Context: an optimization exercise on an open-source flow, tuned for small area, a short achievable clock period and few clock cycles per item. The choices shown serve that exercise and are no tape-out recipe.
Only simulation tests tie the RTL to the original design; equivalence was not proved.

Design kw_unwrap, start of the top module:
module kw_unwrap (
    input  wire         clk,
    input  wire         rst,
    input  wire         req_valid,
    output wire         req_ready,
    input  wire         req_kek,
    input  wire         req_long,
    input  wire [319:0] req_data,
    output wire         resp_valid,
    input  wire         resp_ready,
    output wire [255:0] resp_key,
    output wire         resp_ok
);
Size: about 15000 cells after synthesis, ~3200 flip-flops, roughly 590 I/O pins.
clock: 12.0 ns
lec_check: 0
cap_margin: 40
cell_pad_in_sites_detail_placement: 1
cell_pad_in_sites_global_placement: 2
core_margin: 2
core_utilization: 42
cts_cluster_diameter: 80
cts_cluster_size: 22
place_density: 0.62
slew_margin: 40
synth_hierarchical: 1
standard.sh (not shown) runs the stock make flow with config.mk's settings and CLKGATE_MAP_FILE= SYNTH_SCRIPT=/design/flow/synth_recipe.tcl, a recipe that flattens the netlist after the stock synthesis.
==> flow/flow/run.sh <==
#!/bin/bash
set -euo pipefail
MARGIN=${MARGIN:-8}
bash standard.sh SETUP_SLACK_MARGIN=$MARGIN "BUFFER_PORTS_ARGS=-buffer_cell sky130_fd_sc_hd__buf_2" finish > make_finish.log 2>&1
The first run finished clean.
Testbench counts at the start, summed over its fixed seeds: cycles 34,862, items 256.
Rerun with:
CORE_UTILIZATION = 36   (was 42)
PLACE_DENSITY = 0.56   (was 0.62)
Outcome:
- The changed run ran to the end with no violations
- setup slack improves by 0.031 ns
- hold slack improves by 0.063 ns
- core utilization drops by 6.7 points
- synthesized cell count stays the same
- wire length rises by 4.2%
- final area goes up by 1.8%
- clock skew drops by 0.028 ns
- sequential share of layout area drops by 0.65 points
- first-iteration DRC count shrinks by 14%
- global-route usage fell by 4.6 points
Rerun with:
--- a/flow/flow/run.sh
+++ b/flow/flow/run.sh
@@ -3 +3 @@
-MARGIN=${MARGIN:-8}
+MARGIN=${MARGIN:-7.8}
CORE_UTILIZATION = 46   (was 36)
PLACE_DENSITY = 0.66   (was 0.56)
Count of clock-buffer cells in the layout increases by 6.
Maximum frequency went down by 4.5%.
Global-route usage came out higher by 6.5 points.
First-iteration DRC count rose by 20%.
Design area falls by 6.6%.
Setup slack degrades by 0.20 ns.
Utilization grows by 8.7 points.
Register-to-register slack gets worse by 0.20 ns.
Via count stays flat.
Non-clock buffer count came out lower by 541.
Critical path depth decreases by 3.
Rerun with:
--- a/flow/flow/run.sh
+++ b/flow/flow/run.sh
@@ -3 +3 @@
-MARGIN=${MARGIN:-7.8}
+MARGIN=${MARGIN:-7.7}
CORE_UTILIZATION = 36   (was 46)
PLACE_DENSITY = 0.56   (was 0.66)
Effect: The new run produced a clean layout. Hold slack barely changes. Fmax decreases by 0.82%. Area after synthesis stays the same. Setup slack got worse by 0.036 ns. First-iteration DRC count fell by 20%. Non-clock buffer count falls by 14. Via count came out lower by 3.0%. Core utilization went down by 11 points. Count of clock-buffer cells in the layout shrinks by 6.


== v9 ==
kw_unwrap, a different RTL version from the one above (not shown whole).
For scale: ~9900 cells after synthesis, about 1900 flip-flops, roughly 590 I/O pins, about 99000 µm² of cells after synthesis.
clock: 12.0 ns
lec_check: 0
cap_margin: 40
cell_pad_in_sites_detail_placement: 1
cell_pad_in_sites_global_placement: 2
core_margin: 2
core_utilization: 36
cts_cluster_diameter: 90
cts_cluster_size: 26
place_density: 0.56
slew_margin: 40
synth_hierarchical: 1
==> flow/flow/run.sh <==
#!/bin/bash
set -euo pipefail
MARGIN=${MARGIN:-8}
bash standard.sh SETUP_SLACK_MARGIN=$MARGIN "BUFFER_PORTS_ARGS=-buffer_cell sky130_fd_sc_hd__buf_2" finish > make_finish.log 2>&1
Testbench counts of v9, summed over its fixed seeds: cycles 65,598, items 256.
[inputs] v49 vs v9
- CTS_CLUSTER_SIZE now 22, was 26
- CORE_UTILIZATION now 40, was 36
- PLACE_DENSITY now 0.6, was 0.56
- CTS_CLUSTER_DIAMETER now 80, was 90
Notes after the runs:
Compared with v9, in v49 final critical-path required period shrank by 0.085 ns, number of antenna violations at the first check in global routing now smaller, post-route fraction of the period consumed by the critical path moved down, non-clock buffer count rose 25, count of pins over their slew limit did not really move.
The cell area was comparable across v9 and v49.
Looking at v9 and v49, the proportion of cell area occupied by registers is a wash.
v49 vs. v9: core utilization grew by 4.9 points; number of nets still failing antenna checks after routing shows no meaningful change.
The inputs of v40 differ from those of v49 as listed below.
- CORE_UTILIZATION now 36, was 40
- PLACE_DENSITY now 0.56, was 0.6
==> flow/flow/run.sh <==
#!/bin/bash
set -euo pipefail
MARGIN=${MARGIN:-8.1}
bash standard.sh SETUP_SLACK_MARGIN=$MARGIN "BUFFER_PORTS_ARGS=-buffer_cell sky130_fd_sc_hd__buf_2" finish > make_finish.log 2>&1
[summary]
- Each of the runs, namely v40 and v49, reached the end of the flow and came out clean.
- v49 -> v40: area enclosed by the die boundary increased by more than 10%
- v49 → v40: global placement routability congestion now smaller; chip height now larger; total CTS buffers now larger.
- v40 vs. v49: largest fanout on the critical path went down by 76.
- The run showing the greater clock buffer instance count of the final layout is v40.
- v40 vs. v49: fraction of layout cells with a size suffix above 1 rose by 2.6 points; aggregate routed wire length increased by 3.2% relative to the old numbers; final cell area excluding filler cells climbed about 3%.
Relative to v40, the following input files were edited for v11:
==> flow/flow/run.sh <==
#!/bin/bash
set -euo pipefail
MARGIN=${MARGIN:-8}
bash standard.sh SETUP_SLACK_MARGIN=$MARGIN "BUFFER_PORTS_ARGS=-buffer_cell sky130_fd_sc_hd__buf_2" finish > make_finish.log 2>&1
--- outcome ---
Going from v40 to v11, count of clock buffers in the final design grew by a few percent. Looking only at global-route wire length before repair, and setting everything else aside, the higher value of v11 and v40 goes to v40. On post-route worst setup slack, v11 does worse than v40. Number of cells in the finished layout apart from fillers, v11 and v40: higher on v40. Going from v40 to v11, portion of the clock cycle consumed by the worst path in the final layout grows by 0.83 points.
Inputs modified between v11 and v18:
- an added GPL_ROUTABILITY_DRIVEN of 0
Notes after the runs:
The source of the critical timing path comes out m[2] in one run and m[3] in the other, namely in v11 and v18 respectively.
Required time of the critical path (lower): v11
Taking v11 as the reference, in v18 maximum number of pins on one net before global-route repair went up; met1 layer usage reported by global route went down; share of cell area taken by multi-input logic gates went up.
v18 has completed all stages; timing, DRC and antenna checks passed.
| cell count after placement | v18 vs v11 | ≈ equal |
v18 and v11 ended up with roughly the same share of the clock period used by the worst path.


== juniper ==
kw_unwrap, a different RTL version from the one above (not shown whole).
Size: ~9800 cells after synthesis, roughly 99000 um^2 of cells after synthesis.
==> flow/config.mk <==
export PLATFORM = sky130hd
export DESIGN_NAME = kw_unwrap
export DESIGN_NICKNAME = kw_unwrap
export VERILOG_FILES = /design/flow/design.v
export SDC_FILE = /design/flow/constraint.sdc
export NUM_CORES = 8
export LEC_CHECK = 0
export CAP_MARGIN = 40
export CELL_PAD_IN_SITES_DETAIL_PLACEMENT = 1
export CELL_PAD_IN_SITES_GLOBAL_PLACEMENT = 2
export CORE_MARGIN = 2
export CORE_UTILIZATION = 30
export CTS_CLUSTER_DIAMETER = 80
export CTS_CLUSTER_SIZE = 22
export PLACE_DENSITY = 0.5
export SLEW_MARGIN = 40
export SYNTH_HIERARCHICAL = 1
==> flow/constraint.sdc <==
create_clock -name core_clock -period 12.0 [get_ports {clk}]
set_input_delay 2.4000 -clock core_clock [delete_from_list [all_inputs] [get_ports {clk}]]
set_output_delay 2.4000 -clock core_clock [all_outputs]
set_load 0.01 [all_outputs]
==> flow/flow/run.sh <==
#!/bin/bash
set -euo pipefail
MARGIN=${MARGIN:-8.2}
bash standard.sh SETUP_SLACK_MARGIN=$MARGIN "BUFFER_PORTS_ARGS=-buffer_cell sky130_fd_sc_hd__buf_2" finish > make_finish.log 2>&1
juniper: all stages complete, timing, DRC and antenna checks passed
Testbench counts of juniper, summed over its fixed seeds: cycles 65,898, items 256.
Inputs modified between juniper and tundra:
==> flow/flow/run.sh <==
#!/bin/bash
set -euo pipefail
MARGIN=${MARGIN:-8}
bash standard.sh SETUP_SLACK_MARGIN=$MARGIN "BUFFER_PORTS_ARGS=-buffer_cell sky130_fd_sc_hd__buf_2" finish > make_finish.log 2>&1
[summary]
Going from juniper to tundra, design area shrinks by 4500 um^2. Of tundra and juniper, it is tundra that has the lower non-clock buffer count. Comparing juniper and tundra, the higher sequential share of layout area is on tundra.
For violet, these inputs were changed with respect to tundra:
Settings: swapping 0.5 for 0.56 in PLACE_DENSITY; swapping 30 for 36 in CORE_UTILIZATION.
Notes after the runs:
- The top fanout value on the critical path on tundra is in line with that on violet.
- violet against tundra: post-synthesis to final-layout area growth went down, wire length on met2 went down.
- Changes observed in violet relative to tundra: total wire length fell 5.4%, clock-buffer cell count dropped 14, area inside the core boundary moved down.
Input changes introduced in quartz (baseline for comparison: violet):
Settings: CORE_UTILIZATION now 30, was 36; PLACE_DENSITY now 0.5, was 0.56.
==> flow/flow/run.sh <==
#!/bin/bash
set -euo pipefail
MARGIN=${MARGIN:-7.8}
bash standard.sh SETUP_SLACK_MARGIN=$MARGIN "BUFFER_PORTS_ARGS=-buffer_cell sky130_fd_sc_hd__buf_2" finish > make_finish.log 2>&1
==> comparison <==
Area taken by flip-flops and latches: violet vs quartz — no meaningful difference. Relative to violet, portion of the clock cycle consumed by the worst path in the final layout has gone up in quartz. Diff violet -> quartz: global routing usage on met1 went down by 5.1 points; via count -1.7%; final area now smaller; time the final worst path needs with I/O delays and setup went up by 0.18 ns.


## oak
kw_unwrap, a different RTL version from the one above (not shown whole).
Size in the first run: roughly 3000 flip-flops.
clock: 12.0 ns
lec_check: 0
cap_margin: 40
cell_pad_in_sites_detail_placement: 1
cell_pad_in_sites_global_placement: 2
core_margin: 2
core_utilization: 36
cts_cluster_diameter: 80
cts_cluster_size: 22
place_density: 0.56
slew_margin: 40
synth_hierarchical: 1
==> flow/flow/run.sh <==
#!/bin/bash
set -euo pipefail
MARGIN=${MARGIN:-7.9}
bash standard.sh SETUP_SLACK_MARGIN=$MARGIN "BUFFER_PORTS_ARGS=-buffer_cell sky130_fd_sc_hd__buf_2" finish > make_finish.log 2>&1
Testbench counts of oak, summed over its fixed seeds: cycles 34,862, items 256.
Inputs modified between oak and pine:
==> flow/flow/run.sh <==
#!/bin/bash
set -euo pipefail
MARGIN=${MARGIN:-7.8}
bash standard.sh SETUP_SLACK_MARGIN=$MARGIN "BUFFER_PORTS_ARGS=-buffer_cell sky130_fd_sc_hd__buf_2" finish > make_finish.log 2>&1
-- flow/config.mk --
<<< oak, line 7
export LEC_CHECK = 0
export CAP_MARGIN = 40
export CELL_PAD_IN_SITES_DETAIL_PLACEMENT = 1
export CELL_PAD_IN_SITES_GLOBAL_PLACEMENT = 2
export CORE_MARGIN = 2
export CORE_UTILIZATION = 36
>>> pine, line 7
export LEC_CHECK = 0
export CAP_MARGIN = 40
export CELL_PAD_IN_SITES_DETAIL_PLACEMENT = 0
export CELL_PAD_IN_SITES_GLOBAL_PLACEMENT = 0
export CORE_MARGIN = 2
export CORE_UTILIZATION = 36
==> results.txt <==
- Summary of pine over oak: portion of the layout cell area used by clock cells decreased by 0.19 points relative to the old numbers, via count now smaller, area of all placed cells without fillers lost about 5%.
- oak has a lower maximum number of pins on one net before global-route repair than pine.
- Run comparison: oak end of the critical path sa1[90]$_DFF_P_; pine end of the critical path sa2[7]$_DFF_P_
- A worst setup path startpoint of gst[1]$_DFF_P_ is what oak shows, while sb1[39]$_DFF_P_ belongs to pine.

## static timing again, ports no longer ideal
How much do the figures lean on ideal ports? The routed layouts below were timed once more, with nothing changed but the port constraints.
Step 1 sets driving cells, clkbuf_16 on the clock port and buf_2 on the other inputs (assumed; they add their load-dependent delay and slew).
Step 2 adds t to the input delays and takes it off the output delays; t is the mean of the earliest and latest rising clock arrival at the registers after step 1. Input paths then give back, and output paths get back, about the clock's delay inside the block.
Slacks: no drivers / after step 1 / after step 2; pairs: no drivers / after step 1.
run | t, ns | setup slack, ns | clock arrival spread, ns
the first run of note 1 | 1.080 | 7.782 / 7.755 / 7.061 | 0.143 / 0.142
the second run of note 1 | 1.091 | 7.813 / 7.772 / 7.082 | 0.113 / 0.113
the third run of note 1 | 1.079 | 7.615 / 7.615 / 6.922 | 0.122 / 0.122
the fourth run of note 1 | 1.090 | 7.579 / 7.579 / 6.844 | 0.115 / 0.115
v9 | 0.923 | 7.864 / 7.864 / 7.329 | 0.093 / 0.093
v49 | 0.925 | 7.949 / 7.906 / 7.296 | 0.052 / 0.052
v40 | 0.966 | 8.006 / 7.905 / 7.343 | 0.081 / 0.080
v11 | 0.957 | 7.907 / 7.907 / 7.288 | 0.051 / 0.052
v18 | 0.927 | 7.904 / 7.904 / 7.325 | 0.047 / 0.047
juniper | 0.981 | 7.897 / 7.806 / 7.401 | 0.079 / 0.079
tundra | 0.981 | 7.943 / 7.830 / 7.310 | 0.078 / 0.078
violet | 0.926 | 7.988 / 7.875 / 7.242 | 0.035 / 0.035
quartz | 0.976 | 7.807 / 7.807 / 7.248 | 0.080 / 0.080
oak | 1.091 | 7.716 / 7.716 / 6.948 | 0.149 / 0.148
pine | 1.057 | 7.757 / 7.757 / 6.937 | 0.123 / 0.122
After both steps every run listed still meets setup and hold. The setup slack of pine, which loses most, moves by 0.000 ns with the drivers and by -0.820 ns with both steps.
